Background: an optimization exercise with open tools, aiming at small area, a short achievable clock period and few clock cycles per item. Do not read the settings as production practice. In this exercise RTL edits were held to simulation tests only and were not proved equivalent to the original.

Setup of cedar:
## loop_frame
module loop_frame (
    input  wire        clk,
    input  wire        rst,
    input  wire        cmd_valid,
    output wire        cmd_ready,
    input  wire [1:0]  cmd_op,
    input  wire [5:0]  cmd_addr,
    input  wire [31:0] cmd_data,
    input  wire [31:0] in_y,
    input  wire [31:0] in_r,
    input  wire [31:0] in_x1,
    input  wire [31:0] in_x2,
    input  wire [31:0] in_x3,
    output reg         out_valid,
    output reg  [31:0] out_value,
    output reg  [1:0]  out_lim,
    output reg  [11:0] out_flags
);
    localparam [31:0] SMAX = 32'h7fffffff;
    localparam [31:0] SMIN = 32'h80000000;
    localparam [31:0] ONE  = 32'h01000000;
    localparam F_SHAPE = 0, F_ERROR = 1, F_PID = 2, F_INTEG = 3, F_BQ0 = 4,
               F_BQ1 = 5, F_BQ2 = 6, F_BQ3 = 7, F_FF = 8, F_CLAMP = 9,
               F_RATE = 10, F_PSAT = 11;
    function [31:0] sat33;
        input [32:0] x;
        begin
            if (x[32] != x[31]) sat33 = x[32] ? SMIN : SMAX;
            else sat33 = x[31:0];
        end
    endfunction
    function ov33;
        input [32:0] x;
        begin
            ov33 = (x[32] != x[31]);
        end
    endfunction
    function [31:0] sat34;
        input [33:0] x;
        begin
            if (x[33] & ~(&x[32:31])) sat34 = SMIN;
            else if (~x[33] & (|x[32:31])) sat34 = SMAX;
            else sat34 = x[31:0];
        end
    endfunction
    function ov34;
        input [33:0] x;
        begin
            ov34 = (x[33] & ~(&x[32:31])) | (~x[33] & (|x[32:31]));
        end
    endfunction
    function [32:0] sx33;
        input [31:0] v;
        begin
            sx33 = {v[31], v};
        end
    endfunction
    function [33:0] sx34;
        input [31:0] v;
        begin
            sx34 = {{2{v[31]}}, v};
        end
    endfunction
    function [47:0] benc;
        input [31:0] y;
        input        ng;
        reg   [32:0] yb;
        integer k;
        begin
            yb = {y, 1'b0};
            for (k = 0; k < 16; k = k + 1) begin
                benc[k]      = yb[2*k] ^ yb[2*k+1];
                benc[16 + k] = (yb[2*k+2] & ~yb[2*k+1] & ~yb[2*k]) | (~yb[2*k+2] & yb[2*k+1] & yb[2*k]);
                benc[32 + k] = yb[2*k+2] ^ ng;
            end
        end
    endfunction
    function [64:0] mrow;
        input        ai;
        input [64:0] acc;
  ...
For scale: about 250 I/O pins, roughly 0.23 sq mm of cells after synthesis.
==> flow/config.mk <==
export PLATFORM = sky130hd
export DESIGN_NAME = loop_frame
export DESIGN_NICKNAME = loop_frame
export VERILOG_FILES = /design/flow/design.v
export SDC_FILE = /design/flow/constraint.sdc
export NUM_CORES = 8
export LEC_CHECK = 0
export ABC_AREA = 1
export CAP_MARGIN = 20
export CORE_MARGIN = 2
export CORE_UTILIZATION = 40
export CTS_CLUSTER_DIAMETER = 120
export CTS_CLUSTER_SIZE = 24
export PLACE_DENSITY = 0.7
export SLEW_MARGIN = 30
export TNS_END_PERCENT = 5
==> flow/constraint.sdc <==
create_clock -name core_clock -period 32.0 [get_ports {clk}]
set_input_delay 6.4000 -clock core_clock [delete_from_list [all_inputs] [get_ports {clk}]]
set_output_delay 6.4000 -clock core_clock [all_outputs]
set_load 0.01 [all_outputs]
standard.sh (not shown) runs the stock make flow with config.mk's settings and CLKGATE_MAP_FILE= SYNTH_SCRIPT=/design/flow/synth_recipe.tcl, a recipe that flattens the netlist after the stock synthesis.
==> flow/flow/run.sh <==
#!/bin/bash
# Layout flow: the standard ORFS flow (standard.sh), with repair_timing aimed
# at a setup slack margin so that the critical paths are sized for a short period.
# The clock period and all constraints stay the design's. Each make/tool output
# goes to its own log in this folder (ORFS also keeps its per-step logs under orfs/logs).
set -euo pipefail
MARGIN=24
bash standard.sh SYNTH_ARGS=-noabc SETUP_SLACK_MARGIN=$MARGIN MATCH_CELL_FOOTPRINT=0 synth > flow_synth.log 2>&1
bash standard.sh SETUP_SLACK_MARGIN=$MARGIN MATCH_CELL_FOOTPRINT=0 floorplan > flow_floorplan.log 2>&1
bash standard.sh SETUP_SLACK_MARGIN=$MARGIN MATCH_CELL_FOOTPRINT=0 place > flow_place.log 2>&1
bash standard.sh SETUP_SLACK_MARGIN=$MARGIN MATCH_CELL_FOOTPRINT=0 cts > flow_cts.log 2>&1
bash standard.sh SETUP_SLACK_MARGIN=$MARGIN MATCH_CELL_FOOTPRINT=0 MAX_REPAIR_ANTENNAS_ITER_DRT=10 route > flow_route.log 2>&1
bash standard.sh SETUP_SLACK_MARGIN=$MARGIN MATCH_CELL_FOOTPRINT=0 finish > flow_finish.log 2>&1
Testbench counts of cedar, summed over its fixed seeds: cycles 11,312, frames 1,600.
Input-level comparison between tundra and cedar:
Settings: a change of TNS_END_PERCENT from 5 to 10; a deleted CTS_CLUSTER_DIAMETER that had been 120; a deleted CTS_CLUSTER_SIZE that had been 24.
--- outcome ---
Headroom to the max-slew limit (tundra over cedar): increase, 4.5 points. The run showing the smaller worst path setup slack after routing is cedar. Diff tundra..cedar | met1 wire length | negligible. Changes observed in tundra relative to cedar: global-route met3 utilization saw an increase; clock network contribution to total cell area saw an increase. A highest-delay cell along the critical path of dfxtp_2 is what tundra shows, while clkdlybuf4s50_1 belongs to cedar. Met1 track demand over resource (higher): cedar. Where tightest hold margin is concerned, cedar is better than tundra.
Setup changes, tundra to delta
Settings: PLACE_DENSITY changed from 0.7 to 0.8; TNS_END_PERCENT changed from 10 to 0.
==> summary.txt <==
- Every run in the comparison, tundra and delta, completed the flow with a clean layout.
- delta vs. tundra: number of buffers inserted during clock tree synthesis moved up; count of filler cells inserted in the layout level; final design utilization lost 0.23 points; area growth from synthesis to layout has decreased.
- tundra has a lower worst hold slack than delta.
- Compared to tundra, delta has cell area 0.0013 sq mm lower.
- Detailed route wirelength on metal2 grows by a little under 10% when moving from tundra to delta.
Setup changes, delta to harbor
Settings: changing PLACE_DENSITY from 0.8 to 0.75; changing TNS_END_PERCENT from 0 to 5.
Taking delta as the reference, in harbor sequential share of layout area about even, worst setup slack rose 0.019 ns, total number of nets in the final design about even.
harbor vs. delta: via count of the first global-routing pass shrank by 0.58%; global-route met3 utilization down 1.3 points; final cell utilization of the core closely matched the old numbers.
Summary of harbor over delta: cell area barely changed; vias per cell dropped 0.021.
Edits applied to the flow inputs when going from harbor to xenon:
Settings: an added CTS_BUF_LIST of sky130_fd_sc_hd__clkbuf_8; a change of PLACE_DENSITY from 0.75 to 0.7.
### Flow results
- Diff harbor..xenon | total negative slack | unchanged
- harbor → xenon: clock latency reported for the late side of the worst-skew pair now larger, worst hold-check slack now smaller, register-to-register slack now smaller, routed wire length now smaller.

-- port drivers added, routing unchanged --
Ports are ideal in the flow. The routed layouts listed here were re-timed in OpenROAD. Step 1 assumes that a clkbuf_16 drives the clock port and a buf_2 every other input. Step 2, shift: input delay + t, output delay - t, t = (earliest + latest rising clock arrival at the registers) / 2. This alone moves slack from input paths to output paths. Three values: ideal ports, drivers, drivers and shift; two values: the first two.
| run | t, ns | setup slack, ns | slew at the worst register clock pin (ns) | worst slew at a driven data input, ns | pins driven straight from the clock port |
|---|---|---|---|---|---|
| cedar | 1.102 | 23.635 / 23.496 / 22.903 | 0.12 / 0.12 | 0.09 | 1 |
| tundra | 1.131 | 23.811 / 23.679 / 22.797 | 0.08 / 0.08 | 0.09 | 1 |
| delta | 1.186 | 23.649 / 23.497 / 23.117 | 0.10 / 0.10 | 0.29 | 1 |
| harbor | 1.171 | 23.668 / 23.539 / 22.981 | 0.09 / 0.09 | 0.09 | 1 |
| xenon | 1.385 | 23.647 / 23.583 / 22.798 | 0.11 / 0.11 | 0.09 | 1 |
After both steps every run listed still meets setup and hold. The setup slack of tundra, which loses most, moves by -0.132 ns with the drivers and by -1.014 ns with both steps.
